Background: an optimization exercise with open tools, aiming at small area, a short achievable clock period and few clock cycles. Do not read the settings as production practice.
Only simulation tests tie the RTL to the original design; equivalence was not proved.
Power is estimated from default activity; no workload was simulated.

### flow/config.mk
export PLATFORM = sky130hd
export DESIGN_NAME = island_engine
export DESIGN_NICKNAME = island_engine
export VERILOG_FILES = /design/flow/design.v
export SDC_FILE = /design/flow/constraint.sdc
export NUM_CORES = 4
export LEC_CHECK = 0
export CAP_MARGIN = 20
export CORE_MARGIN = 2
export CORE_UTILIZATION = 40
export SLEW_MARGIN = 20
### flow/constraint.sdc
create_clock -name core_clock -period 10.0 [get_ports {clk}]
set_input_delay 2.0000 -clock core_clock [delete_from_list [all_inputs] [get_ports {clk}]]
set_output_delay 2.0000 -clock core_clock [all_outputs]
set_load 0.01 [all_outputs]
### flow/design.v
module island_engine (
    input  wire         clk,
    input  wire         rst,
    input  wire         start_valid,
    output reg          start_ready,
    input  wire [63:0]  node_valid,
    input  wire [63:0]  node_lit,
    input  wire [7:0]   min_lit,
    input  wire [6:0]   lit_min,
    input  wire [7:0]   persist,
    input  wire         rebase,
    input  wire         br_valid,
    output reg          br_ready,
    input  wire [5:0]   br_a,
    input  wire [5:0]   br_b,
    input  wire         br_conn,
    input  wire         br_last,
    output reg          done,
    output reg  [6:0]   count,
    output reg  [6:0]   nlit,
    output reg  [6:0]   nvalid,
    output reg  [15:0]  open_br,
    output reg          eval_valid,
    output reg  [1:0]   kind,
    output reg          island_local,
    output reg  [6:0]   base,
    output reg  [6:0]   ref_count,
    output wire [383:0] root,
    output wire [63:0]  counted
);
    localparam S_IDLE = 3'd0;    
    localparam S_BR   = 3'd1;    
    localparam S_BULK = 3'd2;    
    localparam S_CNT  = 3'd3;    
    localparam S_WAIT = 3'd4;    
    localparam S_POST = 3'd5;    
    reg [2:0] state;
    reg       init;              
    wire [383:0] lab;
    reg [63:0] t;
    reg [63:0] v;
    reg [63:0] l;
    reg [7:0]  min_lit_q;
    reg [6:0]  lit_min_q;
    reg [7:0]  persist_q;
    reg        a_full;
    reg [5:0]  a_a, a_b;
    reg        a_conn, a_last;
    reg        got_last;         
    reg        r_full, r_first, r_used, r_conn, r_last;
    reg [5:0]  r_a, r_b, r_la, r_lb;
    reg        w_join, w_last;
    reg [5:0]  hi_w, lo_w;
    reg        x_join;
    reg [5:0]  hi_x, lo_x;
    localparam T_NONE = 3'd0, T_V = 3'd1, T_L = 3'd2, T_C = 3'd3, T_S = 3'd4;
    reg [3:0]  grp [0:7];
    reg [2:0]  g_tag;
    reg [5:0]  g_r;
    reg [6:0]  cnt;
    reg [2:0]  c_tag;
    reg [5:0]  c_r;
    reg [3:0]  ph;               
    reg [8:0]  acc;              
    reg        pend_rebase;
    reg [7:0]  up;
    reg [7:0]  down;
    assign counted     = l;
    assign root = lab;
    integer i, k;
    wire start_go = start_valid && start_ready;
    wire a_take   = br_valid && br_ready;
    wire a_go = (state == S_BR) && a_full && !got_last;
    wire [5:0] ua = r_first ? r_a : r_la;
    wire [5:0] ub = r_first ? r_b : r_lb;
    wire       ax  = x_join && (ua == hi_x);
    wire       bx  = x_join && (ub == hi_x);
    wire       aw  = w_join && (ax ? (lo_x == hi_w) : (ua == hi_w));
    wire       bw  = w_join && (bx ? (lo_x == hi_w) : (ub == hi_w));
    wire [1:0] ca  = aw ? 2'd2 : ax ? 2'd1 : 2'd0;
    wire [1:0] cb  = bw ? 2'd2 : bx ? 2'd1 : 2'd0;
    wire [5:0] la  = aw ? lo_w : ax ? lo_x : ua;
    wire [5:0] lb  = bw ? lo_w : bx ? lo_x : ub;
    reg        la_gt, la_ne;
    always @* begin
        case ({ca, cb})
            {2'd0, 2'd0}: begin la_gt = (ua > ub);     la_ne = (ua != ub);     end
            {2'd0, 2'd1}: begin la_gt = (ua > lo_x);   la_ne = (ua != lo_x);   end
            {2'd0, 2'd2}: begin la_gt = (ua > lo_w);   la_ne = (ua != lo_w);   end
            {2'd1, 2'd0}: begin la_gt = (lo_x > ub);   la_ne = (lo_x != ub);   end
            {2'd1, 2'd2}: begin la_gt = (lo_x > lo_w); la_ne = (lo_x != lo_w); end
            {2'd2, 2'd0}: begin la_gt = (lo_w > ub);   la_ne = (lo_w != ub);   end
            {2'd2, 2'd1}: begin la_gt = (lo_w > lo_x); la_ne = (lo_w != lo_x); end
            default:      begin la_gt = 1'b0;          la_ne = 1'b0;           end
        endcase
    end
    wire [5:0] hi_u = la_gt ? la : lb;
    wire [5:0] lo_u = la_gt ? lb : la;
    wire       join_u = r_full && r_used && r_conn && la_ne;
    reg [63:0] eq, sel, mark;
    always @* begin
        for (i = 0; i < 64; i = i + 1) begin
            eq[i]   = (lab[6*i +: 6] == hi_w);
            sel[i]  = init || (w_join && eq[i]);
            mark[i] = w_join && (eq[i] || lo_w == i[5:0]);
        end
    end
    wire [5:0] lo0 = lo_w & {6{!init}};
    wire [5:0] lo1 = lo_w | {6{init}};
    genvar gi;
    generate
        for (gi = 0; gi < 64; gi = gi + 1) begin : g_lab
            localparam integer W = (gi < 2) ? gi : (gi < 4) ? 2 : (gi < 8) ? 3 :
                                   (gi < 16) ? 4 : (gi < 32) ? 5 : 6;
            if (W == 0) begin : g_zero
                assign lab[6*gi +: 6] = 6'd0;
            end else begin : g_bits
                wire [5:0] idx = gi;
                wire [5:0] nl  = (lo0 & ~idx) | (lo1 & idx);
                reg  [W-1:0] q;
                always @(posedge clk)
                    if (sel[gi]) q <= nl[W-1:0];
                if (W == 6) begin : g_full
                    assign lab[6*gi +: 6] = q;
                end else begin : g_part
                    assign lab[6*gi +: 6] = {{(6-W){1'b0}}, q};
                end
            end
        end
    endgenerate
    wire        in_cnt = (state == S_CNT);
    wire        in_bulk = ((state == S_BR && w_last) || state == S_BULK) && (ph[3:1] != 3'd0);
    wire [63:0] t_fin   = t | mark;
    wire [63:0] v_clr = in_cnt ? eq : ~t_fin;
    wire [63:0] v_left = v & ~v_clr;
    reg  [5:0]  first_left;
    always @* begin
        first_left = 6'd0;
        for (i = 63; i >= 0; i = i - 1)
            if (v_left[i]) first_left = i[5:0];
    end
    wire        min1 = (min_lit_q == 8'd1);
    wire [63:0] pc_in = (ph == 4'd0) ? v :
                        l & ({64{ph == 4'd1}} | v_clr);
    reg  [3:0]  grp_c [0:7];
    reg  [7:0]  pb;
    reg         s0, c0, s1, c1, s2, c2, c3, s4, c4, c5;
    always @* begin
        for (i = 0; i < 8; i = i + 1) begin
            pb = pc_in[8*i +: 8];
            {c0, s0} = {1'b0, pb[0]} + {1'b0, pb[1]} + {1'b0, pb[2]};
            {c1, s1} = {1'b0, pb[3]} + {1'b0, pb[4]} + {1'b0, pb[5]};
            {c2, s2} = {1'b0, pb[6]} + {1'b0, pb[7]};
            {c3, grp_c[i][0]} = {1'b0, s0} + {1'b0, s1} + {1'b0, s2};
            {c4, s4} = {1'b0, c0} + {1'b0, c1} + {1'b0, c2};
            {c5, grp_c[i][1]} = {1'b0, s4} + {1'b0, c3};
            grp_c[i][2] = c4 ^ c5;
            grp_c[i][3] = c4 & c5;
        end
    end
    wire [6:0] grp_sum = ({3'd0, grp[0]} + {3'd0, grp[1]}) + ({3'd0, grp[2]} + {3'd0, grp[3]})
                   + ({3'd0, grp[4]} + {3'd0, grp[5]}) + ({3'd0, grp[6]} + {3'd0, grp[7]});
    wire ge = ({1'b0, cnt} >= min_lit_q);
    wire [2:0]  step = ph[2:0] - 3'd4;
    wire [6:0]  c100 = 7'd100;
    wire [9:0]  t_l = c100[step] ? {3'd0, nlit} : 10'd0;
    wire [9:0]  t_v = lit_min_q[step] ? {3'd0, nvalid} : 10'd0;
    wire [9:0]  acc_s = {acc[8], acc} + t_l - t_v;     
    wire        ev_step = (ph >= 4'd4) && (ph <= 4'd10);
    wire        ev_ready = (ph == 4'd11);
    wire       gt   = (count > ref_count);
    wire       lt   = (count < ref_count);
    wire       p0   = (persist_q == 8'd0);
    wire       upc  = ({1'b0, up} + 9'd1 >= {1'b0, persist_q});
    wire       dnc  = ({1'b0, down} + 9'd1 >= {1'b0, persist_q});
    wire       upf  = gt ? upc : p0;
    wire       dnf  = lt ? dnc : p0;
    wire       cgtb = (count > base);
    wire       rgtb = (ref_count > base);
    wire state_idle_n = rst || (state == S_POST) || (state == S_IDLE && !start_go);
    wire state_br_n   = !rst && ((state == S_IDLE && start_go) || (state == S_BR && !w_last));
    wire a_full_n     = !rst && (a_take || (a_full && !a_go));
    wire got_last_n   = start_go ? 1'b0 : (got_last || (a_go && a_last));
    always @(posedge clk) begin
        done <= 1'b0;
        init <= 1'b0;
        start_ready <= state_idle_n;
        br_ready    <= !a_full_n || (state_br_n && !got_last_n);
        a_full      <= a_full_n;
        got_last    <= got_last_n;
        if (a_take) begin
            a_a    <= br_a;
            a_b    <= br_b;
            a_conn <= br_conn;
            a_last <= br_last;
        end
        r_full  <= a_go;
        r_first <= init;
        r_a     <= a_a;
        r_b     <= a_b;
        r_la    <= lab[6*a_a +: 6];
        r_lb    <= lab[6*a_b +: 6];
        r_used  <= v[a_a] && v[a_b];
        r_conn  <= a_conn;
        r_last  <= a_go && a_last;
        w_join <= join_u;
        w_last <= r_last;
        hi_w   <= hi_u;
        lo_w   <= lo_u;
        x_join <= w_join;
        hi_x   <= hi_w;
        lo_x   <= lo_w;
        if (r_full && r_used && !r_conn)
            open_br <= open_br + 16'd1;
        if (init) begin
            open_br <= 16'd0;
            count   <= 7'd0;
        end
        for (k = 0; k < 64; k = k + 1)
            t[k] <= !init && (t[k] || mark[k]);
        for (i = 0; i < 8; i = i + 1)
            grp[i] <= grp_c[i];
        g_tag <= T_NONE;
        if (state == S_BR || state == S_BULK || state == S_CNT) begin
            if (ph == 4'd0) g_tag <= T_V;
            if (ph == 4'd1) g_tag <= T_L;
        end
        g_r   <= hi_w;
        cnt   <= grp_sum;
        c_tag <= g_tag;
        c_r   <= g_r;
        if (c_tag == T_V) nvalid <= cnt;
        if (c_tag == T_L) nlit   <= cnt;
        if (c_tag == T_S && min1) count <= cnt;
        if (c_tag == T_C && ge) count <= count + 7'd1;
        if (ph != 4'd15 && state != S_IDLE) ph <= ph + 4'd1;
        if (ev_step) acc <= acc_s[9:1];
        if (ev_ready) eval_valid <= (nvalid != 7'd0) && !acc[8];
        if (in_cnt || in_bulk) v <= v_left;
        for (k = 0; k < 64; k = k + 1) begin
            if ((in_cnt || (in_bulk && !min1)) && v_clr[k])
                l[k] <= 1'b0;
            else if (c_tag == T_C && c_r == k[5:0])
                l[k] <= ge;
        end
        case (state)
            S_IDLE: begin
                if (start_go) begin
                    v         <= node_valid;
                    l         <= node_lit & node_valid;
                    min_lit_q <= min_lit;
                    lit_min_q <= lit_min;
                    persist_q <= persist;
                    pend_rebase <= pend_rebase | rebase;
                    init        <= 1'b1;
                    ph          <= 4'd0;
                    acc         <= 9'd0;
                    state       <= S_BR;
                end
            end
            S_BR, S_BULK: begin
                if (in_bulk) begin
                    g_tag <= T_S;
                    hi_w  <= first_left;
                    state <= (v_left == 64'd0) ? S_WAIT : S_CNT;
                end else if (w_last) begin
                    state <= S_BULK;
                end
            end
            S_CNT: begin
                g_tag <= T_C;
                hi_w  <= first_left;
                if (v_left == 64'd0)
                    state <= S_WAIT;
            end
            S_WAIT: begin
                if (g_tag == T_NONE && ph >= 4'd12)
                    state <= S_POST;
            end
            S_POST: begin
                if (eval_valid) begin
                    if (pend_rebase) begin
                        pend_rebase  <= 1'b0;
                        base         <= count;
                        ref_count    <= count;
                        up           <= 8'd0;
                        down         <= 8'd0;
                        island_local <= 1'b0;
                        kind         <= 2'd3;
                    end else begin
                        up           <= upf ? 8'd0 : gt ? up + 8'd1 : 8'd0;
                        down         <= dnf ? 8'd0 : lt ? down + 8'd1 : 8'd0;
                        if (upf || dnf)
                            ref_count <= count;
                        kind         <= dnf ? 2'd2 : upf ? 2'd1 : 2'd0;
                        island_local <= (upf || dnf) ? cgtb : rgtb;
                    end
                end else begin
                    kind <= 2'd0;
                end
                done  <= 1'b1;
                state <= S_IDLE;
            end
            default: state <= S_IDLE;
        endcase
        if (rst) begin
            state        <= S_IDLE;
            r_full       <= 1'b0;
            r_last       <= 1'b0;
            w_join       <= 1'b0;
            w_last       <= 1'b0;
            x_join       <= 1'b0;
            g_tag        <= T_NONE;
            c_tag        <= T_NONE;
            done         <= 1'b0;
            init         <= 1'b0;
            pend_rebase  <= 1'b1;
            up           <= 8'd0;
            down         <= 8'd0;
            base         <= 7'd0;
            ref_count    <= 7'd0;
            island_local <= 1'b0;
        end
    end
endmodule
### flow/flow/run.sh
#!/bin/bash
set -euo pipefail
export SETUP_SLACK_MARGIN=6.4
export BUFFER_PORTS_ARGS="-buffer_cell sky130_fd_sc_hd__buf_1"
bash standard.sh > standard_flow.log 2>&1
### flow/standard.sh
#!/bin/bash
# synth_recipe.tcl (not shown) runs the flow's synth.tcl, then flattens the netlist and writes it again
# the make line also repeats each setting of config.mk as NAME=value (left out here)
make -C /OpenROAD-flow-scripts/flow DESIGN_CONFIG=/design/flow/config.mk WORK_HOME=/design/flow/orfs CLKGATE_MAP_FILE= SYNTH_SCRIPT=/design/flow/synth_recipe.tcl "${@:-finish}"
==> reports/metrics.yaml, run 1 <==
run_status:
  status: "complete, no violations"
timing:
  max_slew_margin_pct: 22.5
  fmax_mhz: 264
  holdWs_ps: 345
  slew_violations: 0
  setup_ws_ps: 6210
  setup_viol: 0
  rsz0062_at_grt: "true"
  fin_crit_ps: 3790
  fin_tns_setup_ps: 0
  worst_pin_slew_ps: 1150
  hold_viol: 0
  finClkSkew_ps: 51.0
  period_share_pct: 37.9
min_path:
  hold_start: "a_conn"
  worst_hold_path.num_cells: 0
  hp-class: "flop to flop"
  holdPathEnd: "r_conn"
routing:
  ant_nets: 0
  drc: 0
  drt_iter0_markers: 6315
  drt_pass1_iterations: 7
  vias: 41700
  wl_per_cell_um: 33.1
  wirelength_mm: 216
  via_per_inst: 6.41
layout:
  regArea_um2: 18900
  drive_above_1_share_pct: 21.8
  final_cell_mix: "611 x buf_1, 382 x edfxtp_1, 371 x nand2_1"
  area_delta_synth_final_pct: 25.3
  layout.cells.non_filler: 6513
  fillers: 10100
  final_nets: 5296
  multi_input_area_um2: 26300
  layout_commonest_cell: "buf_1"
power_and_ir_drop:
  leakage_uw: 0.0209
  p_int_uw: 10400
  totalPowerFinal_uw: 19100
  comb_power_share_pct: 53.1
  p_switching_uw: 8700
  seqPwrFrac_pct: 28.8
  ir_drop_uv: 225
  power.share.switching_pct: 45.5
  p_clk_share_pct: 18.1
  p_per_area_nw_per_um2: 338
logic_synthesis:
  synth_compound_area_share_pct: 11.5
  synth_mux_area_share_pct: 14.3
  ys_ff_latch: 751
  syn_area_um2: 45100
  synth_top_family_by_area: "multiplexers"
  yosys.cell_types.count: 108
  synthAdderAreaFrac_pct: 6.30
  synth_xor_area_share_pct: 7.59
  synth_area_per_cell_um2: 10.7
  ys_async_sr_fraction_pct: 0
  synth_warnings: 3
  synthFlopType: "edfxtp_1"
  synthCells: 4197
  ys_seq_area_share_pct: 41.8
  synth_edf_count: 382
  synth-simple-area-share_pct: 13.2
grt:
  grt_antenna_before_repair: 13
  grtUsageTotal_pct: 35.2
  grt_pass1_vias: 38300
  grt_max_degree: 116
  gr-total-overflow: 0
  grt_pass1_wl_mm: 291
placement:
  placedCellCount: 6127
  place.gp.congestion: 1.02
  port_buffers: 612
  dp.final_hpwl_mm: 149
  place_ws_ps: 5090
setup_path:
  reg2regPathDepth: 13
  path_class: "flop to flop"
  rr_endpoint: "grp[7][2]"
  crit_arrival_ps: 4340
  regToRegSetupSlack_ps: 6210
  r2r_start: "hi_w[3]"
  cp-end-kind: "flop"
  path_max_fanout: 14
  crit_required_ps: 10560
  cp-start-kind: "flop"
clocking:
  htreeDepth: 3
  clock_path_buffers: 3
  cts_buffers: 88
  clock_latency_ps: 710
  clock-sinks: 751
  cts_hold_buf: 0
  clock-root-buffer: "clkbuf_16"
  path_clk_slew_ps: 60
  tritoncts: "done"
floorplan:
  dieHeight_um: 340
  dieArea_um2: 115000
  die_w_um: 340
  initial_core_util_pct: 40.2
  core_area_um2: 112000
  placementRows: 123
  io_pins: 676
flow_run:
  max_cap_violations: 0
[metrics by stage]
step	cell area [um2]	util, %
after floorplan	45400	-
after global placement	48600	43.3
after detailed placement	48600	43.3
after CTS	53900	48.1
after global routing	56500	50.4
final	56500	50.4
[metal layers]
| layer | track usage, % | vias up | routed length, um | share of wire (%) |
|---|---|---|---|---|
| met5 | 0 | - | 56 | 0.026 |
| met4 | 23.1 | 8 | 18700 | 8.7 |
| met1 | 44.5 | 20400 | 75000 | 35 |
| met2 | 53.2 | 3553 | 93300 | 43 |
| li1 | - | 16900 | - | - |
| met3 | 9.27 | 847 | 28600 | 13 |
[state kept, by name, indices dropped and copies added, names as in the netlist, 8 cells and up]
register and flops:
grp 32, v 64, g_lab.g_bits.q 321, up 8, down 8, persist_q 8
min_lit_q 8, open_br 16, acc 9, l 64, t 64
[critical path, cell delays in order, from the launching register on]
cell and delay (ps):
dfxtp_4 460, buf_4 160, bufbuf_16 320, xnor2_1 140
nand4_1 200, o21a_1 390, a21oi_2 410, nand2_1 100
nand3_1 110, o21ai_0 130, ha_1 340, fa_1 400
ha_1 210, ha_1 270
[cells by family (layout without fill, tap and decap cells)]
kind of cell	Yosys count	in the layout
AO/OA/AOI/OAI	825	825
XOR/XNOR	390	390
AND/OR/NAND/NOR	1220	1220
adder cells (fa/ha/maj)	190	190
multiplexers	322	322
other	1	69
flip-flops	751	751
buffers and inverters	498	1246
[timing repair]
item | 4_1_cts | 5_1_grt
resized for setup | 210 | 275
pin swaps | 33 | 139
gates cloned | 13 | 11
setup buffers | 73 | 121
endpoints found under the hold margin | 0 | 0
endpoints found under the setup margin | 153 | 112
[synthesized netlist by cell type (8+ instances only)]
cell / number / area, um2
a31oi_1: 48 / 300
inv_1: 174 / 653
nand2b_1: 20 / 125
xor2_1: 210 / 1840
a211oi_1: 19 / 143
mux2_2: 14 / 158
nor4_1: 34 / 213
a22oi_1: 18 / 135
nor2b_1: 32 / 200
dfxtp_1: 369 / 7390
fa_1: 62 / 1240
nand3_1: 161 / 806
clkbuf_1: 169 / 634
o21a_1: 27 / 203
buf_1: 27 / 101
a21oi_1: 238 / 1190
and4_1: 11 / 96.3
a22o_1: 8 / 70.1
a21o_1: 34 / 255
nor2_1: 239 / 897
mux2i_1: 49 / 490
edfxtp_1: 382 / 11500
nand2_1: 387 / 1450
xnor2_1: 179 / 1570
or2_2: 8 / 50.1
buf_6: 15 / 169
o21ai_0: 189 / 946
or3_1: 22 / 138
ha_1: 128 / 1600
buf_4: 87 / 653
and3_1: 79 / 494
buf_2: 22 / 110
nor3_1: 91 / 455
o31ai_1: 72 / 541
and2_1: 27 / 169
o22ai_1: 56 / 350
nand4_1: 47 / 294
mux4_2: 247 / 5560
[final cells by class]
class                   instances  area share [%]
diodes                          6          0.0266
clock buffers                  99            4.12
clock inverters                62            1.26
inverters                     175            1.23
multi-input cells            3010            46.5
flip-flops and latches        751            33.5
well taps                    1500            3.32
repair buffers                909            10.1
repair inverters                1          0.0155
[worst max path at each step]
| stage | slack, ps | end | from |
|---|---|---|---|
| 2_1_floorplan | 6420 | acc[8] | ph[0] |
| 3_3_place_gp | 5120 | l[25] | start_valid |
| 3_5_place_dp | 5090 | l[25] | start_valid |
| 4_1_cts | 6250 | l[25] | start_valid |
| 5_1_grt | 6200 | grp[7][2] | hi_w[5] |
| 6_report | 6210 | grp[7][2] | hi_w[3] |
[power by group through the flow]
| stage | Sequential (uW) | Combinational [uW] | Clock [uW] |
|---|---|---|---|
| after floorplan | 5030 | 5340 | 0 |
| after global placement | 5580 | 7770 | 0 |
| after detailed placement | 5590 | 7920 | 0 |
| after CTS | 5400 | 8950 | 3470 |
| after global routing | 5510 | 10700 | 3590 |
| final | 5500 | 10200 | 3460 |
Testbench counts, summed over its fixed seeds: cycles 19,413.
==> inputs of run 2 (changes only) <==
--- a/flow/config.mk
+++ b/flow/config.mk
@@ -8,4 +8,4 @@
 export CAP_MARGIN = 20
 export CORE_MARGIN = 2
-export CORE_UTILIZATION = 40
+export CORE_UTILIZATION = 50
 export SLEW_MARGIN = 20
==> reports/metrics.yaml, run 2 <==
clocking:
  htreeDepth: 3  # unchanged
  path_clk_slew_ps: 70  # about the same
  clock_latency_ps: 690  # -20 ps
  tritoncts: "done"
  clock-root-buffer: "clkbuf_16"
  clock_path_buffers: 3  # unchanged
  cts_buffers: 85  # -3.4%
  clock-sinks: 751  # unchanged
layout:
  area_delta_synth_final_pct: 24.4
  multi_input_area_um2: 26200  # -0.18%
  final_nets: 5334  # +0.72%
  layout_commonest_cell: "buf_1"
  largest_reg_flops: 321  # unchanged
  regArea_um2: 18900  # unchanged
  drive_above_1_share_pct: 22.0  # +0.12 points
  largest-register: "g_lab.g_bits.q"
  fillers: 7454  # -26%
  final_cell_mix: "611 x buf_1, 382 x edfxtp_1, 370 x nand2_1"
logic_synthesis:
  synth_top_cell_by_area: "edfxtp_1"
  synthFlopType: "edfxtp_1"
  synth_warnings: 3  # unchanged
  synth.most_common_cell: "nand2_1"
  ys_async_sr_fraction_pct: 0  # unchanged
  syn_area_um2: 45100  # unchanged
  synth_area_per_cell_um2: 10.7  # unchanged
  synthCells: 4197  # unchanged
  synth_top_cell_area_share_pct: 25.4  # unchanged
  synthTopCellsByArea: "edfxtp_1 25%, dfxtp_1 16%, mux4_2 12%"
  synthTopCellsByCount: "387 x nand2_1, 382 x edfxtp_1, 369 x dfxtp_1"
  ys_ff_latch: 751  # unchanged
  synth_edf_count: 382  # unchanged
  yosys.cell_types.count: 108  # unchanged
  ys_seq_area_share_pct: 41.8  # unchanged
timing:
  finClkSkew_ps: 39.4  # -11.5 ps
  slew_violations: 0  # unchanged
  setup_viol: 0  # unchanged
  fmax_mhz: 268  # +1.6%
  holdWs_ps: 355  # +10.8 ps
  fin_tns_setup_ps: 0  # unchanged
  max_slew_margin_pct: 19.4  # -3.1 points
  fin_crit_ps: 3720  # -60.3 ps
  period_share_pct: 37.2  # -0.60 points
  worst_pin_slew_ps: 1200  # +51.6 ps
  rsz0062_at_grt: "true"
  hold_viol: 0  # unchanged
setup_path:
  crit_arrival_ps: 4290  # -50 ps
  crit_path_max_incr_delay_ps: 530  # +70 ps
  cp-start-kind: "flop"
  slowest_stage: "or4_4"
  path_max_fanout: 5  # -9
  critical-path-top-delay-family: "simple AND/OR/NAND/NOR gates"
  path_cells: "buf_12 -> buf_8 -> or4_4 -> or4_4 -> a31oi_1 -> buf_4 -> nand2_2 -> and3_4 -> a21oi_4 -> fa_2 -> inv_2 -> fa_1 -> ha_4 -> ha_4"
  path_buf_inv: 4  # +2
  r2r_start: "hi_w[4]"
  cp-end-kind: "flop"
  crit_start: "hi_w[4]"
  crit_required_ps: 10570  # about the same
  path_class: "flop to flop"
floorplan:
  io_pins: 676  # unchanged
  dieArea_um2: 92600  # -20%
  placementRows: 110  # -11%
  core_area_um2: 89700  # -20%
  initial_core_util_pct: 50.3  # +10 points
  die_w_um: 304  # -10%
  dieHeight_um: 304  # -10%
grt:
  grt_max_degree: 138  # +19%
  grt_antenna_before_repair: 17  # +4
  grtUsageTotal_pct: 41.1  # +5.9 points
  gr-total-overflow: 0  # unchanged
  grt_pass1_wl_mm: 275  # -5.7%
  grt_pass1_vias: 38200  # -0.25%
power_and_ir_drop:
  leakage_uw: 0.0210  # +0.45%
  ir_drop_uv: 337  # +50%
  p_per_area_nw_per_um2: 336  # -0.52%
routing:
  vias: 41400  # -0.87%
  via_per_inst: 6.65  # +3.7%
  drc: 0  # unchanged
  wl_per_cell_um: 32.6  # -1.6%
  drt_pass1_iterations: 6  # -1
  drt_iter0_markers: 6181  # -2.1%
  wirelength_mm: 203  # -5.9%
  ant_nets: 0  # unchanged
min_path:
  hold_start: "a_conn"
  hp-class: "flop to flop"
placement:
  port_buffers: 612  # unchanged
  place.gp.congestion: 1.01  # -1.3%
  dp.final_hpwl_mm: 140  # -6.0%
run_status:
  status: "complete, no violations"
flow_run:
  max_cap_violations: 0  # unchanged
-- run 2: cell count changes in the layout (fill, tap and decap cells not counted), moves of 8 or more --
cell,previous run,this run
clkbuf_1,5,17
clkinv_1,12,2
buf_4,209,259
clkbuf_8,4,12
-- run 2: repair_timing --
action	in CTS	in global routing
hold buffers	0	0
setup buffers	73	161
resized for setup	205	270
pin swaps	33	119
setup endpoints to repair	132	72
cloned	6	16
-- run 2: power by group --
part | total (uW) | switching, uW | internal (uW) | leakage (uW)
logic | 9960 | 5850 | 4110 | 0.0130
clock network | 3360 | 1390 | 1970 | 0.00143
registers | 5550 | 1220 | 4330 | 0.00658
total | 18900 | 8460 | 10400 | 0.0210
-- run 2: cells by family (layout without fill, tap and decap cells) --
kind of cell               count (synthesis)  in the layout  share of synthesized area (%)
AOI/OAI and AO/OA                        825            825                           11.5
DFF                                      751            751                           41.8
muxes                                    322            322                           14.3
xor gates and xnor gates                 390            390                           7.59
adders and majority gates                190            190                           6.30
and+or+nand+nor                         1220           1220                           13.2
buffers and inverters                    498           1282                           5.27
other                                      1             70                        0.00831
-- run 2: final timing paths --
| kind | slack (ps) | cells after the start | end |
|---|---|---|---|
| setup / recovery | 6280 | 14 | grp[0][2] |
| setup reg to reg | 6280 | 14 | grp[0][2] |
| hold / removal | 360 | 0 | r_conn |
| hold reg to reg | 360 | 0 | r_conn |
-- run 2: cell type report --
cell class	instances	area share [%]
multi-input cells	3010	46.7
flip-flops and latches	751	33.7
repair buffers	951	10.4
clock buffers	120	4.43
well taps	1176	2.62
inverters	175	1.23
clock inverters	36	0.796
diodes	7	0.0312
-- run 2: routing by layer --
layer	track usage, %	part of all wire, %	wire [um]
met1	51.0	35	71300
met3	10.9	12	24600
met2	64.5	45	90800
met5	0	0.035	72
met4	24.9	7.9	16000
-- run 2: per-stage QoR --
step	setup slack (ps)	std cells	cell area, um2	total power (uW)	util [%]
floorplan	6420	4259	45400	10400	-
global placement	5260	5807	48200	13200	53.7
detailed placement	5070	5807	48200	13300	53.7
CTS	6230	6042	53100	17300	59.1
global route	6150	6220	56100	19700	62.5
finish	6280	6226	56100	18900	62.5
==> inputs of run 3 (changes only) <==
--- a/flow/design.v
+++ b/flow/design.v
@@ -36,5 +36,4 @@
     localparam S_POST = 3'd5;    
     reg [2:0] state;
-    reg       init;              
     wire [383:0] lab;
     reg [63:0] t;
@@ -48,6 +47,6 @@
     reg        a_conn, a_last;
     reg        got_last;         
-    reg        r_full, r_first, r_used, r_conn, r_last;
-    reg [5:0]  r_a, r_b, r_la, r_lb;
+    reg        r_full, r_used, r_conn, r_last;
+    reg [5:0]  r_la, r_lb;
     reg        w_join, w_last;
     reg [5:0]  hi_w, lo_w;
@@ -70,8 +69,9 @@
     integer i, k;
     wire start_go = start_valid && start_ready;
+    wire idle     = (state == S_IDLE);
     wire a_take   = br_valid && br_ready;
     wire a_go = (state == S_BR) && a_full && !got_last;
-    wire [5:0] ua = r_first ? r_a : r_la;
-    wire [5:0] ub = r_first ? r_b : r_lb;
+    wire [5:0] ua = r_la;
+    wire [5:0] ub = r_lb;
     wire       ax  = x_join && (ua == hi_x);
     wire       bx  = x_join && (ub == hi_x);
@@ -102,10 +102,10 @@
         for (i = 0; i < 64; i = i + 1) begin
             eq[i]   = (lab[6*i +: 6] == hi_w);
-            sel[i]  = init || (w_join && eq[i]);
+            sel[i]  = idle || (w_join && eq[i]);
             mark[i] = w_join && (eq[i] || lo_w == i[5:0]);
         end
     end
-    wire [5:0] lo0 = lo_w & {6{!init}};
-    wire [5:0] lo1 = lo_w | {6{init}};
+    wire [5:0] lo0 = lo_w & {6{!idle}};
+    wire [5:0] lo1 = lo_w | {6{idle}};
     genvar gi;
     generate
@@ -130,7 +130,6 @@
     endgenerate
     wire        in_cnt = (state == S_CNT);
-    wire        in_bulk = ((state == S_BR && w_last) || state == S_BULK) && (ph[3:1] != 3'd0);
-    wire [63:0] t_fin   = t | mark;
-    wire [63:0] v_clr = in_cnt ? eq : ~t_fin;
+    wire        in_bulk = (state == S_BULK) && (ph[3:1] != 3'd0);
+    wire [63:0] v_clr = in_cnt ? eq : ~t;
     wire [63:0] v_left = v & ~v_clr;
     reg  [5:0]  first_left;
@@ -184,5 +183,4 @@
     always @(posedge clk) begin
         done <= 1'b0;
-        init <= 1'b0;
         start_ready <= state_idle_n;
         br_ready    <= !a_full_n || (state_br_n && !got_last_n);
@@ -196,7 +194,4 @@
         end
         r_full  <= a_go;
-        r_first <= init;
-        r_a     <= a_a;
-        r_b     <= a_b;
         r_la    <= lab[6*a_a +: 6];
         r_lb    <= lab[6*a_b +: 6];
@@ -213,10 +208,10 @@
         if (r_full && r_used && !r_conn)
             open_br <= open_br + 16'd1;
-        if (init) begin
+        if (idle) begin
             open_br <= 16'd0;
             count   <= 7'd0;
         end
         for (k = 0; k < 64; k = k + 1)
-            t[k] <= !init && (t[k] || mark[k]);
+            t[k] <= start_go ? (min_lit == 8'd0) : (t[k] || mark[k]);
         for (i = 0; i < 8; i = i + 1)
             grp[i] <= grp_c[i];
@@ -253,5 +248,4 @@
                     persist_q <= persist;
                     pend_rebase <= pend_rebase | rebase;
-                    init        <= 1'b1;
                     ph          <= 4'd0;
                     acc         <= 9'd0;
@@ -259,11 +253,13 @@
                 end
             end
-            S_BR, S_BULK: begin
+            S_BR: begin
+                if (w_last)
+                    state <= S_BULK;
+            end
+            S_BULK: begin
                 if (in_bulk) begin
                     g_tag <= T_S;
                     hi_w  <= first_left;
                     state <= (v_left == 64'd0) ? S_WAIT : S_CNT;
-                end else if (w_last) begin
-                    state <= S_BULK;
                 end
             end
@@ -314,5 +310,4 @@
             c_tag        <= T_NONE;
             done         <= 1'b0;
-            init         <= 1'b0;
             pend_rebase  <= 1'b1;
             up           <= 8'd0;
==> flow/flow/run.sh (replaced) <==
#!/bin/bash
set -euo pipefail
export SETUP_SLACK_MARGIN=6.45
export BUFFER_PORTS_ARGS="-buffer_cell sky130_fd_sc_hd__buf_1"
bash standard.sh > standard_flow.log 2>&1
--- a/flow/config.mk
+++ b/flow/config.mk
@@ -8,4 +8,6 @@
 export CAP_MARGIN = 20
 export CORE_MARGIN = 2
-export CORE_UTILIZATION = 50
+export CORE_UTILIZATION = 40
+export CTS_CLUSTER_DIAMETER = 80
+export CTS_CLUSTER_SIZE = 25
 export SLEW_MARGIN = 20
==> reports/metrics.yaml, run 3 <==
run_status:
  status: "complete, no violations"
timing:
  period_share_pct: 35.9  # -1.4 points
  fmax_mhz: 279  # +3.9%
  finClkSkew_ps: 63.7  # +24.2 ps
  setup_ws_ps: 6410  # +139 ps
  worst_pin_slew_ps: 1260  # +59.4 ps
  fin_tns_setup_ps: 0  # unchanged
  max_slew_margin_pct: 15.1  # -4.3 points
  fin_crit_ps: 3590  # -139 ps
  setup_viol: 0  # unchanged
  slew_violations: 0  # unchanged
  rsz0062_at_grt: "true"
  hold_viol: 0  # unchanged
logic_synthesis:
  synthFlopType: "edfxtp_1"
  synthTopCellsByArea: "edfxtp_1 26%, dfxtp_1 16%, mux4_2 12%"
  ys_async_sr_fraction_pct: 0  # unchanged
  syn_area_um2: 44600  # -1.1%
  synth_warnings: 3  # unchanged
  synth_area_per_cell_um2: 10.6  # -0.92%
  ys_seq_area_share_pct: 41.6  # -0.18 points
  synthCells: 4191  # -0.14%
  synth.most_common_cell: "nand2_1"
  synth_top_cell_by_area: "edfxtp_1"
  synthTopCellsByCount: "443 x nand2_1, 382 x edfxtp_1, 355 x dfxtp_1"
  yosys.cell_types.count: 95  # -12%
  synth_top_cell_area_share_pct: 25.7  # +0.27 points
  ys_ff_latch: 737  # -1.9%
  synth_edf_count: 382  # unchanged
power_and_ir_drop:
  p_clk_share_pct: 15.9  # -1.9 points
  leakage_uw: 0.0183  # -13%
  totalPowerFinal_uw: 14000  # -26%
  p_switching_uw: 6310  # -25%
  seqPwrFrac_pct: 34.9  # +5.5 points
  ir_drop_uv: 211  # -37%
  p_per_area_nw_per_um2: 271  # -19%
  power.share.switching_pct: 45.2  # +0.37 points
  comb_power_share_pct: 49.2  # -3.6 points
  p_int_uw: 7660  # -26%
setup_path:
  regToRegSetupSlack_ps: 6410  # +140 ps
  cp-start-kind: "flop"
  path_class: "flop to flop"
  reg2regPathDepth: 6  # -8
  rr_endpoint: "r_used"
  r2r_start: "a_b[1]"
  crit_required_ps: 10540  # -30 ps
  cp-end-kind: "flop"
  crit_arrival_ps: 4120  # -170 ps
  path_max_fanout: 60  # +55
floorplan:
  core_area_um2: 111000  # +23%
  io_pins: 676  # unchanged
  dieHeight_um: 338  # +11%
  initial_core_util_pct: 40.3  # -9.9 points
  dieArea_um2: 114000  # +23%
  die_w_um: 338  # +11%
  placementRows: 122  # +11%
routing:
  vias: 39400  # -4.7%
  wirelength_mm: 198  # -2.4%
  drt_pass1_iterations: 6  # unchanged
  drc: 0  # unchanged
  wl_per_cell_um: 31.6  # -2.9%
  drt_iter0_markers: 5372  # -13%
  via_per_inst: 6.30  # -5.2%
  ant_nets: 0  # unchanged
clocking:
  clock-sinks: 737  # -1.9%
  clock_latency_ps: 700  # about the same
  tritoncts: "done"
  path_clk_slew_ps: 90  # +20 ps
  cts_hold_buf: 0  # unchanged
  clock-root-buffer: "clkbuf_16"
  cts_buffers: 45  # -47%
  htreeDepth: 2  # -1
  clock_path_buffers: 3  # unchanged
grt:
  grt_antenna_before_repair: 15  # -2
  grt_max_degree: 99  # -28%
  grt_pass1_wl_mm: 272  # -1.0%
  gr-total-overflow: 0  # unchanged
  grtUsageTotal_pct: 33.2  # -7.9 points
  grt_pass1_vias: 37000  # -3.2%
min_path:
  hold_start: "a_conn"
  holdPathEnd: "r_conn"
  hp-class: "flop to flop"
  worst_hold_path.num_cells: 0  # unchanged
placement:
  place.gp.congestion: 1.01  # +0.16%
  dp.final_hpwl_mm: 143  # +1.9%
  port_buffers: 612  # unchanged
  place_ws_ps: 5010  # -59.1 ps
layout:
  final_cell_mix: "611 x buf_1, 433 x nand2_1, 382 x edfxtp_1"
  drive_above_1_share_pct: 14.3  # -7.6 points
  layout_commonest_cell: "buf_1"
  area_delta_synth_final_pct: 15.4
  final_nets: 5090  # -4.6%
  largest-register: "g_lab.g_bits.q"
  fillers: 10600  # +42%
  largest_reg_flops: 321  # unchanged
flow_run:
  max_cap_violations: 0  # unchanged
## run 3: changes by cell type after synthesis, moves of 28 or more
cell,before,now
o21ai_0,189,293
nand2_1,387,443
nor2_1,239,303
o22ai_1,56,0
o221ai_1,6,52
xnor2_1,179,151
a31o_2,6,35
nand3_1,161,107
o31ai_1,72,6
a221oi_1,6,59
a21oi_1,238,167
## run 3: power groups by stage
stage | combinational (uW) | clock (uW) | sequential (uW)
floorplan | 4120 | 0 | 4520
global placement | 5650 | 0 | 5020
detailed placement | 5730 | 0 | 5030
CTS | 6310 | 2240 | 4820
global route | 7430 | 2330 | 4890
finish | 6880 | 2220 | 4870
## run 3: worst max path at each step
stage,from,endpoint,depth (start not counted),slack (ps)
6_report,a_b[1],r_used,6,6410
5_1_grt,hi_w[3],grp[2][2],15,6300
4_1_cts,hi_w[0],grp[3][2],12,6430
3_5_place_dp,start_valid,lit_min_q[5],7,5010
3_3_place_gp,start_valid,lit_min_q[4],7,5000
2_1_floorplan,ph[0],acc[8],16,6450
## run 3: cell families (layout without fill, tap and decap cells)
kind of cell             Yosys count  in the layout  synth area share [%]
XOR/XNOR                         385            385                  7.56
buffers and inverters            484            998                  5.21
flip-flops                       737            737                  41.6
multiplexers                     288            288                  13.5
AO/OA/AOI/OAI                    853            853                  12.4
AND/OR/NAND/NOR                 1253           1253                  13.3
adder cells (fa/ha/maj)          190            190                  6.37
other                              1             67               0.00840
## run 3: routing by layer
metal  part of all wire [%]  global-route usage (%)
met1                     35                    40.5
met2                     44                    51.3
met3                     11                    8.68
met4                    8.8                    23.4
met5                  0.055                       0
## run 3: timing repair
action	CTS	global route
cloned	6	8
setup buffers	31	40
setup endpoints to repair	158	88
pin swaps	19	39
gates resized for setup	103	101
## run 3: layout make-up
| cell class | count | area [um2] | share of cell area [%] |
|---|---|---|---|
| diodes | 4 | 10.0 | 0.0194 |
| clock buffers | 61 | 1250 | 2.43 |
| clock inverters | 23 | 347 | 0.673 |
| inverters | 151 | 583 | 1.13 |
| multi-input cells | 3032 | 24600 | 47.9 |
| flip-flops and latches | 737 | 18600 | 36.2 |
| well taps | 1488 | 1860 | 3.62 |
| repair buffers | 763 | 4160 | 8.08 |
## run 3: worst max-delay path: stages (launching register included)
cell and delay, ps:
edfxtp_1 330, buf_4 480, buf_4 780, mux4_2 450
mux4_2 530, mux4_2 470, and2_1 220
## run 3: metrics by stage
stage	cell area [um2]	cells	hold WS (ps)	util, %
after floorplan	44900	4253	323	-
after global placement	47900	6084	326	43.3
after detailed placement	47900	6084	332	43.3
after CTS	50400	6205	355	45.6
after global routing	51500	6255	374	46.5
final	51500	6259	352	46.5
Testbench counts of run 3, summed over its fixed seeds: cycles 19,605.
==> inputs of run 4 (changes only) <==
==> flow/flow/run.sh (replaced) <==
#!/bin/bash
set -euo pipefail
export SETUP_SLACK_MARGIN=6.55
export BUFFER_PORTS_ARGS="-buffer_cell sky130_fd_sc_hd__buf_1"
bash standard.sh > standard_flow.log 2>&1
==> reports/metrics.yaml, run 4 <==
floorplan:
  die_w_um: 338  # unchanged
  placementRows: 122  # unchanged
  initial_core_util_pct: 40.3  # unchanged
  io_pins: 676  # unchanged
  dieHeight_um: 338  # unchanged
  core_area_um2: 111000  # unchanged
  dieArea_um2: 114000  # unchanged
setup_path:
  cp-end-kind: "primary output"
  r2r_start: "hi_w[4]"
  cp-start-kind: "flop"
  rr_endpoint: "grp[7][2]"
  critical-path-top-delay-family: "flip-flops"
  reg2regPathDepth: 13  # +7
  path_buf_inv: 1  # -1
  crit_path_max_incr_delay_ps: 730  # -50 ps
  slowest_stage: "edfxtp_1"
  regToRegSetupSlack_ps: 6460  # +50 ps
  crit_required_ps: 8000  # -2540 ps
  crit_arrival_ps: 1650  # -2470 ps
  path_cells: "buf_1"
  path_max_fanout: 4  # -93%
  path_class: "flop to primary output"
power_and_ir_drop:
  leakage_uw: 0.0189  # +3.2%
  ir_drop_uv: 289  # +37%
  p_per_area_nw_per_um2: 275  # +1.5%
layout:
  fillers: 10200  # -2.9%
  final_cell_mix: "597 x buf_1, 432 x nand2_1, 382 x edfxtp_1"
  layout.cells.non_filler: 6339  # +1.3%
  largest-register: "g_lab.g_bits.q"
  final_nets: 5168  # +1.5%
  utilization_pct: 47.7  # +1.1 points
  layout_commonest_cell: "buf_1"
  area_delta_synth_final_pct: 18.2
  largest_reg_flops: 321  # unchanged
  drive_above_1_share_pct: 17.5  # +3.2 points
logic_synthesis:
  synthTopCellsByArea: "edfxtp_1 26%, dfxtp_1 16%, mux4_2 12%"
  synth_area_per_cell_um2: 10.6  # unchanged
  synth.most_common_cell: "nand2_1"
  synth_mux_area_share_pct: 13.5  # unchanged
  synth_compound_area_share_pct: 12.4  # unchanged
  synth_top_family_by_area: "multiplexers"
  synthFlopType: "edfxtp_1"
  synth-simple-area-share_pct: 13.3  # unchanged
  synth_top_cell_by_area: "edfxtp_1"
  syn_area_um2: 44600  # unchanged
  ys_async_sr_fraction_pct: 0  # unchanged
  synth_xor_area_share_pct: 7.56  # unchanged
  synth_warnings: 3  # unchanged
  yosys.cell_types.count: 95  # unchanged
  synth_edf_count: 382  # unchanged
  synthCells: 4191  # unchanged
  synth_top_cell_area_share_pct: 25.7  # unchanged
  ys_ff_latch: 737  # unchanged
  synthAdderAreaFrac_pct: 6.37  # unchanged
  ys_seq_area_share_pct: 41.6  # unchanged
  synthTopCellsByCount: "443 x nand2_1, 382 x edfxtp_1, 355 x dfxtp_1"
placement:
  port_buffers: 612  # unchanged
  placedCellCount: 6082  # -0.033%
  dp.final_hpwl_mm: 142  # -1.0%
  place.gp.congestion: 0.986  # -2.3%
grt:
  grtUsageTotal_pct: 33.6  # +0.40 points
  grt_pass1_wl_mm: 274  # +0.85%
  grt_max_degree: 107  # +8.1%
  gr-total-overflow: 0  # unchanged
  grt_pass1_vias: 37300  # +0.70%
  grt_antenna_before_repair: 17  # +2
min_path:
  hold_start: "a_conn"
  worst_hold_path.num_cells: 0  # unchanged
  hp-class: "flop to flop"
  holdPathEnd: "r_conn"
flow_run:
  max_cap_violations: 0  # unchanged
routing:
  vias: 39900  # +1.3%
  drc: 0  # unchanged
  wl_met1_mm: 70.3  # about the same
  drt_iter0_markers: 5422  # +0.93%
  dr_wl_met2_mm: 89.3  # +1.9%
  wl_per_cell_um: 32.0  # +1.1%
  via_per_inst: 6.30  # about the same
  drt_pass1_iterations: 9  # +3
  ant_nets: 0  # unchanged
  wirelength_mm: 203  # +2.4%
  top_layer: "met5"
  route.met3.wl_mm: 24.3  # +7.5%
timing:
  setup_viol: 0  # unchanged
  slew_violations: 0  # unchanged
  worst_pin_slew_ps: 1330  # +64.8 ps
  period_share_pct: 36.5  # +0.63 points
  hold_viol: 0  # unchanged
  fmax_mhz: 274  # -1.7%
  fin_tns_setup_ps: 0  # unchanged
  finClkSkew_ps: 62.9  # -0.805 ps
  fin_crit_ps: 3650  # +62.8 ps
  holdWs_ps: 351  # -1.08 ps
  rsz0062_at_grt: "true"
  max_slew_margin_pct: 11.1  # -4.0 points
clocking:
  htreeDepth: 2  # unchanged
  clock-root-buffer: "clkbuf_16"
  clock_path_buffers: 3  # unchanged
  cts_buffers: 45  # unchanged
  clock-sinks: 737  # unchanged
  path_clk_slew_ps: 100  # about the same
  clock_latency_ps: 720  # +20 ps
  tritoncts: "done"
run_status:
  status: "complete, no violations"
## run 4: timing repair
item                       4_1_cts  5_1_grt
gates cloned                     6       16
pin swaps                       33       81
resized for setup              166      150
buffers inserted                74       71
hold buffers                     0        0
setup endpoints to repair      242      161
## run 4: power by group
| part | switching (uW) | total [uW] | internal (uW) |
|---|---|---|---|
| clock network | 1250 | 2250 | 1010 |
| logic | 4340 | 7420 | 3080 |
| registers | 954 | 4850 | 3900 |
| total | 6530 | 14500 | 7990 |
## run 4: stage by stage
step,setup slack [ps],cell area (um2),total power (uW)
6_report,6350,52800,14500
5_1_grt,6360,52700,15200
4_1_cts,6450,51100,13700
3_5_place_dp,4770,47900,10800
3_3_place_gp,4850,47900,10600
2_1_floorplan,6530,44900,8630
## run 4: how the worst max path moves through the flow
stage	from	endpoint	slack (ps)	depth (start not counted)
after global placement	start_valid	v[32]	4850	8
after detailed placement	start_valid	v[34]	4770	8
after global routing	g_lab[21].g_bits.q[0]	root[126]	6360	1
after CTS	hi_w[0]	grp[2][2]	6450	14
after floorplan	ph[0]	acc[8]	6530	16
final	g_lab[21].g_bits.q[0]	root[126]	6350	1
## run 4: layout make-up
class | count | area [um2] | share of cell area [%]
tap | 1488 | 1860 | 3.53
clock buffer | 58 | 1260 | 2.38
inverter | 151 | 593 | 1.12
timing repair inverter | 1 | 11.3 | 0.0213
timing repair buffer | 837 | 4850 | 9.19
clock inverter | 26 | 383 | 0.726
multi-input combinational | 3035 | 25200 | 47.7
sequential | 737 | 18600 | 35.3
antenna | 6 | 15.0 | 0.0285
## run 4: layer usage
layer | up-vias | global-route usage (%)
li1 | 16600 | -
met1 | 19500 | 40.3
met2 | 3010 | 51.5
met3 | 803 | 9.48
met4 | 16 | 25.2
met5 | - | 0
## run 4: kinds of logic after synthesis
group           count (synthesis)
simple gates                 1253
compound gates                853
flops                         737
buf+inv                       484
xor+xnor                      385
mux                           288
fa+ha+maj                     190
other cells                     1
==> inputs of run 5 (changes only) <==
==> flow/flow/run.sh (replaced) <==
#!/bin/bash
set -euo pipefail
export SETUP_SLACK_MARGIN=6.45
export BUFFER_PORTS_ARGS="-buffer_cell sky130_fd_sc_hd__buf_1"
bash standard.sh > standard_flow.log 2>&1
--- a/flow/config.mk
+++ b/flow/config.mk
@@ -8,5 +8,5 @@
 export CAP_MARGIN = 20
 export CORE_MARGIN = 2
-export CORE_UTILIZATION = 40
+export CORE_UTILIZATION = 35
 export CTS_CLUSTER_DIAMETER = 80
 export CTS_CLUSTER_SIZE = 25
==> reports/metrics.yaml, run 5 <==
run_status:
  status: "complete, no violations"
layout:
  layout_commonest_cell: "buf_1"
  drive_above_1_share_pct: 17.7  # +0.19 points
  multi_input_area_um2: 25000  # -0.52%
  final_cell_mix: "607 x buf_1, 431 x nand2_1, 382 x edfxtp_1"
  largest_reg_flops: 321  # unchanged
  largest-register: "g_lab.g_bits.q"
  final_nets: 5192  # +0.46%
  layout.cells.non_filler: 6542  # +3.2%
  area_delta_synth_final_pct: 18.7
  fillers: 12300  # +20%
  regArea_um2: 18600  # about the same
floorplan:
  initial_core_util_pct: 35.1  # -5.2 points
  die_w_um: 361  # +6.8%
  dieArea_um2: 130000  # +14%
  placementRows: 131  # +7.4%
  io_pins: 676  # unchanged
  dieHeight_um: 361  # +6.8%
  core_area_um2: 127000  # +15%
logic_synthesis:
  synthTopCellsByCount: "443 x nand2_1, 382 x edfxtp_1, 355 x dfxtp_1"
  synthTopCellsByArea: "edfxtp_1 26%, dfxtp_1 16%, mux4_2 12%"
  synthCells: 4191  # unchanged
  synth.most_common_cell: "nand2_1"
  syn_area_um2: 44600  # unchanged
  ys_ff_latch: 737  # unchanged
  synth_top_cell_area_share_pct: 25.7  # unchanged
  synth_warnings: 3  # unchanged
  synth_top_cell_by_area: "edfxtp_1"
  synthFlopType: "edfxtp_1"
  yosys.cell_types.count: 95  # unchanged
  synth_area_per_cell_um2: 10.6  # unchanged
  ys_async_sr_fraction_pct: 0  # unchanged
  synth_edf_count: 382  # unchanged
  ys_seq_area_share_pct: 41.6  # unchanged
grt:
  grtUsageTotal_pct: 30.2  # -3.5 points
  grt_pass1_vias: 37100  # -0.52%
  grt_max_degree: 99  # -7.5%
  grt_pass1_wl_mm: 282  # +2.9%
  grt_antenna_before_repair: 26  # +9
  gr-total-overflow: 0  # unchanged
timing:
  slew_violations: 0  # unchanged
  finClkSkew_ps: 60.4  # -2.45 ps
  fmax_mhz: 276  # +0.54%
  hold_viol: 0  # unchanged
  fin_tns_setup_ps: 0  # unchanged
  worst_pin_slew_ps: 1340  # +14.5 ps
  max_slew_margin_pct: 9.80  # -1.3 points
  rsz0062_at_grt: "true"
  setup_viol: 0  # unchanged
  fin_crit_ps: 3630  # -19.6 ps
  period_share_pct: 36.3  # -0.20 points
  holdWs_ps: 394  # +42.7 ps
setup_path:
  path_class: "flop to flop"
  crit_required_ps: 10530  # +2530 ps
  regToRegSetupSlack_ps: 6370  # -90 ps
  crit_arrival_ps: 4160  # +2510 ps
  cp-end-kind: "flop"
  rr_endpoint: "hi_w[2]"
  cp-start-kind: "flop"
  path_max_fanout: 8  # +4
  reg2regPathDepth: 11  # -2
  r2r_start: "hi_w[3]"
clocking:
  cts_hold_buf: 0  # unchanged
  tritoncts: "done"
  clock_path_buffers: 3  # unchanged
  cts_buffers: 50  # +11%
  clock_latency_ps: 710  # about the same
  clock-root-buffer: "clkbuf_16"
  htreeDepth: 2  # unchanged
  path_clk_slew_ps: 110  # about the same
  clock-sinks: 737  # unchanged
flow_run:
  max_cap_violations: 0  # unchanged
routing:
  drt_iter0_markers: 5924  # +9.3%
  vias: 40800  # +2.2%
  drt_pass1_iterations: 5  # -4
  wl_per_cell_um: 32.1  # +0.32%
  wirelength_mm: 210  # +3.5%
  ant_nets: 0  # unchanged
  drc: 0  # unchanged
  via_per_inst: 6.24  # -0.96%
placement:
  port_buffers: 612  # unchanged
  place.gp.congestion: 0.997  # +1.1%
  placedCellCount: 6262  # +3.0%
  dp.final_hpwl_mm: 149  # +5.2%
power_and_ir_drop:
  totalPowerFinal_uw: 14900  # +2.4%
  p_per_area_nw_per_um2: 281  # +2.0%
  ir_drop_uv: 256  # -11%
  leakage_uw: 0.0189  # +0.14%
min_path:
  hp-class: "flop to flop"
  holdPathEnd: "r_conn"
  worst_hold_path.num_cells: 0  # unchanged
  hold_start: "a_conn"
==> run 5: cell counts after synthesis <==
Identical to the previous run, type by type.
==> run 5: layout make-up <==
class	instances	area share, %
flip-flops and latches	737	35.1
diodes	7	0.0331
inverters	151	1.08
multi-input cells	3034	47.2
clock inverters	37	0.926
repair buffers	858	9.22
well taps	1662	3.92
clock buffers	56	2.44
==> run 5: metal layers <==
layer | part of all wire [%] | global-route usage (%) | up-vias | wire length [um]
met5 | 0.11 | 0 | - | 231
met3 | 12 | 8.19 | 877 | 25800
met1 | 35 | 36.6 | 20000 | 73400
li1 | - | - | 16700 | -
met4 | 8.7 | 20.6 | 36 | 18300
met2 | 44 | 46.8 | 3270 | 92000
==> run 5: cell families (layout without fill, tap and decap cells) <==
family | Yosys count | after routing | share of synthesized area, %
and+or+nand+nor | 1253 | 1255 | 13.3
AOI/OAI and AO/OA | 853 | 853 | 12.4
DFF | 737 | 737 | 41.6
buffers and inverters | 484 | 1102 | 5.21
xor gates and xnor gates | 385 | 385 | 7.56
muxes | 288 | 288 | 13.5
adders and majority gates | 190 | 190 | 6.37
other | 1 | 70 | 0.00840
==> run 5: metrics by stage <==
step	setup WS, ps	utilization [%]	area (um2)
after CTS	6360	39.9	50700
after floorplan	6450	-	44900
final	6370	41.7	53000
after global routing	6220	41.7	53000
after global placement	5330	37.9	48100
after detailed placement	5260	37.9	48100
==> run 5: repair_timing <==
action,4_1_cts,5_1_grt
pin swaps,19,86
buffers inserted,31,137
resized for setup,102,180
setup endpoints to repair,160,147
gates cloned,2,10
==> run 5: critical path, stage by stage (launching register included) <==
cell       delay [ps]
dfxtp_4           510
buf_4             180
clkbuf_16         160
xnor2_1           150
nand4_1           560
o31ai_4           490
nand2_1            80
o311ai_0          590
nand4_1           200
a21oi_1           280
o41a_1            210
o22ai_2            70
==> run 5: power by group <==
group	switching, uW	internal, uW
clock	1340	1050
sequential	1040	3900
combinational	4400	3150
total	6770	8100
==> run 5: worst max-delay path by stage <==
stage,from,end,slack [ps],cells past startpoint
after floorplan,ph[0],acc[8],6450,16
after global placement,hi_w[2],grp[2][2],5330,13
after detailed placement,start_valid,l[55],5260,8
after CTS,hi_w[4],grp[2][2],6360,14
after global routing,ph[0],acc[6],6220,14
final,hi_w[3],hi_w[2],6370,11
==> inputs of run 6 (changes only) <==
--- a/flow/config.mk
+++ b/flow/config.mk
@@ -6,8 +6,8 @@
 export NUM_CORES = 4
 export LEC_CHECK = 0
-export CAP_MARGIN = 20
+export CAP_MARGIN = 10
 export CORE_MARGIN = 2
-export CORE_UTILIZATION = 35
+export CORE_UTILIZATION = 40
 export CTS_CLUSTER_DIAMETER = 80
 export CTS_CLUSTER_SIZE = 25
-export SLEW_MARGIN = 20
+export SLEW_MARGIN = 10
==> reports/metrics.yaml, run 6 <==
power_and_ir_drop:
  p_int_uw: 7670  # -5.4%
  ir_drop_uv: 215  # -16%
  comb_power_share_pct: 49.4  # -1.3 points
  leakage_uw: 0.0183  # -3.3%
  power.share.switching_pct: 45.2  # -0.27 points
  totalPowerFinal_uw: 14000  # -5.9%
  p_clk_share_pct: 15.9  # about the same
  seqPwrFrac_pct: 34.8  # +1.6 points
  p_switching_uw: 6330  # -6.4%
  p_per_area_nw_per_um2: 272  # -3.1%
clocking:
  clock_latency_ps: 710  # about the same
  cts_buffers: 45  # -10%
  clock_path_buffers: 3  # unchanged
  path_clk_slew_ps: 100  # about the same
  clock-sinks: 737  # unchanged
  htreeDepth: 2  # unchanged
  clock-root-buffer: "clkbuf_16"
  cts_hold_buf: 0  # unchanged
  tritoncts: "done"
min_path:
  hp-class: "flop to flop"
logic_synthesis:
  synth_warnings: 3  # unchanged
  synthTopCellsByCount: "443 x nand2_1, 382 x edfxtp_1, 355 x dfxtp_1"
  synthFlopType: "edfxtp_1"
  synthCells: 4191  # unchanged
  synth_top_cell_area_share_pct: 25.7  # unchanged
  ys_ff_latch: 737  # unchanged
  ys_seq_area_share_pct: 41.6  # unchanged
  yosys.cell_types.count: 95  # unchanged
  ys_async_sr_fraction_pct: 0  # unchanged
  synth_top_cell_by_area: "edfxtp_1"
  synth.most_common_cell: "nand2_1"
  synthTopCellsByArea: "edfxtp_1 26%, dfxtp_1 16%, mux4_2 12%"
  synth_edf_count: 382  # unchanged
  synth_area_per_cell_um2: 10.6  # unchanged
  syn_area_um2: 44600  # unchanged
timing:
  fin_crit_ps: 3610  # -17.9 ps
  slew_violations: 0  # unchanged
  rsz0062_at_grt: "true"
  finClkSkew_ps: 61.5  # +1.08 ps
  fin_tns_setup_ps: 0  # unchanged
  max_slew_margin_pct: 15.7  # +5.9 points
  setup_viol: 0  # unchanged
  fmax_mhz: 277  # +0.50%
  worst_pin_slew_ps: 1260  # -87.4 ps
  period_share_pct: 36.1  # -0.18 points
  hold_viol: 0  # unchanged
placement:
  place.gp.congestion: 1.01  # +1.3%
  port_buffers: 612  # unchanged
  dp.final_hpwl_mm: 143  # -3.9%
layout:
  area_delta_synth_final_pct: 15.4
  largest_reg_flops: 321  # unchanged
  largest-register: "g_lab.g_bits.q"
  layout_commonest_cell: "buf_1"
  drive_above_1_share_pct: 14.4  # -3.3 points
  final_nets: 5089  # -2.0%
  final_cell_mix: "611 x buf_1, 433 x nand2_1, 382 x edfxtp_1"
floorplan:
  initial_core_util_pct: 40.3  # +5.2 points
  placementRows: 122  # -6.9%
  die_w_um: 338  # -6.4%
  dieHeight_um: 338  # -6.4%
  core_area_um2: 111000  # -13%
  io_pins: 676  # unchanged
  dieArea_um2: 114000  # -12%
routing:
  drt_iter0_markers: 5534  # -6.6%
  drt_pass1_iterations: 6  # +1
  wirelength_mm: 198  # -5.5%
  wl_per_cell_um: 31.7  # -1.3%
  via_per_inst: 6.32  # +1.3%
  vias: 39600  # -3.1%
  drc: 0  # unchanged
  ant_nets: 0  # unchanged
grt:
  grt_antenna_before_repair: 15  # -42%
  grt_max_degree: 99  # unchanged
  gr-total-overflow: 0  # unchanged
  grtUsageTotal_pct: 33.2  # +3.1 points
  grt_pass1_vias: 37000  # -0.18%
  grt_pass1_wl_mm: 272  # -3.6%
setup_path:
  crit_required_ps: 10540  # about the same
  cp-start-kind: "flop"
  regToRegSetupSlack_ps: 6390  # +20 ps
  path_max_fanout: 60  # +52
  cp-end-kind: "flop"
  path_class: "flop to flop"
  crit_arrival_ps: 4150  # about the same
flow_run:
  max_cap_violations: 0  # unchanged
run_status:
  status: "complete, no violations"
==> run 6: worst paths after layout <==
kind / startpoint / depth (start not counted) / endpoint
setup reg to reg: a_b[1] / 6 / r_used
hold / removal: a_conn / 0 / r_conn
setup / recovery: a_b[1] / 6 / r_used
hold reg to reg: a_conn / 0 / r_conn
==> run 6: power by group through the flow <==
stage | Clock, uW | Combinational (uW) | Sequential (uW)
after floorplan | 0 | 4120 | 4520
after global placement | 0 | 5650 | 5020
final | 2220 | 6910 | 4870
after detailed placement | 0 | 5730 | 5030
after CTS | 2240 | 6310 | 4820
after global routing | 2330 | 7440 | 4890
==> run 6: stage by stage <==
stage | cells | hold slack (ps) | instance area, um2 | util [%] | worst slack [ps]
after floorplan | 4253 | 323 | 44900 | - | 6450
after global placement | 6084 | 326 | 47900 | 43.3 | 5000
after detailed placement | 6084 | 332 | 47900 | 43.3 | 5010
after CTS | 6205 | 355 | 50400 | 45.6 | 6430
after global routing | 6254 | 374 | 51500 | 46.5 | 6360
final | 6260 | 352 | 51500 | 46.5 | 6390
==> run 6: layout make-up <==
cell class	count	area, um2
inverter	151	583
clock inverter	23	347
sequential	737	18600
clock buffer	61	1250
timing repair buffer	762	4150
tap	1488	1860
antenna	6	15.0
fill	10500	59200
multi-input combinational	3032	24700
==> run 6: cell families after synthesis <==
family | synth area share [%]
buf+inv | 5.21
fa+ha+maj | 6.37
flops | 41.6
compound gates | 12.4
other cells | 0.00840
xor+xnor | 7.56
mux | 13.5
simple gates | 13.3
==> run 6: metal layers <==
metal	routed length (um)	up-vias	GRT usage, %	share of wire [%]
met3	23100	739	8.68	12
met5	105	-	0	0.053
met4	17400	16	23.4	8.8
met1	70000	19400	40.5	35
met2	87600	2952	51.3	44
li1	-	16400	-	-
==> run 6: timing repair <==
action	in CTS	in global routing
setup endpoints to repair	158	88
gates cloned	6	9
pin swaps	19	40
resized for setup	103	104
buffers inserted	31	40
==> run 6: critical path, stage by stage, from the launching register on <==
cell and delay [ps]:
edfxtp_1 330, buf_4 490, buf_4 790, mux4_2 450
mux4_2 520, mux4_2 470, and2_1 230

-- what the ideal ports hide --
The results above use ideal ports. As a check the final layouts listed here were re-extracted and re-timed, cells and wires unchanged.
Step 1 sets driving cells, clkbuf_16 on the clock port and buf_2 on the other inputs (assumed; they add their load-dependent delay and slew).
Step 2 adds t to the input delays and takes it off the output delays; t is the mean of the earliest and latest rising clock arrival at the registers after step 1. Input paths then give back, and output paths get back, about the clock's delay inside the block.
Three values: no drivers, after step 1, after step 2; two values: the first two.
run | t, ns | setup slack, ns | worst hold slack (ns) | pins driven straight from the clock port
run 1 | 0.760 | 6.215 / 6.215 / 5.857 | 0.345 / 0.345 / 0.345 | 1
run 2 | 0.754 | 6.275 / 6.275 / 5.741 | 0.355 / 0.355 / 0.355 | 1
run 3 | 0.758 | 6.414 / 6.414 / 5.859 | 0.352 / 0.352 / 0.352 | 1
run 4 | 0.753 | 6.351 / 6.271 / 5.956 | 0.351 / 0.351 / 0.351 | 1
run 5 | 0.758 | 6.371 / 6.371 / 5.725 | 0.394 / 0.394 / 0.394 | 1
run 6 | 0.758 | 6.389 / 6.389 / 5.873 | 0.352 / 0.352 / 0.352 | 1
After both steps setup and hold are still met in every run listed. The setup slack of run 5, which loses most, moves by 0.000 ns with the drivers and by -0.646 ns with both steps.
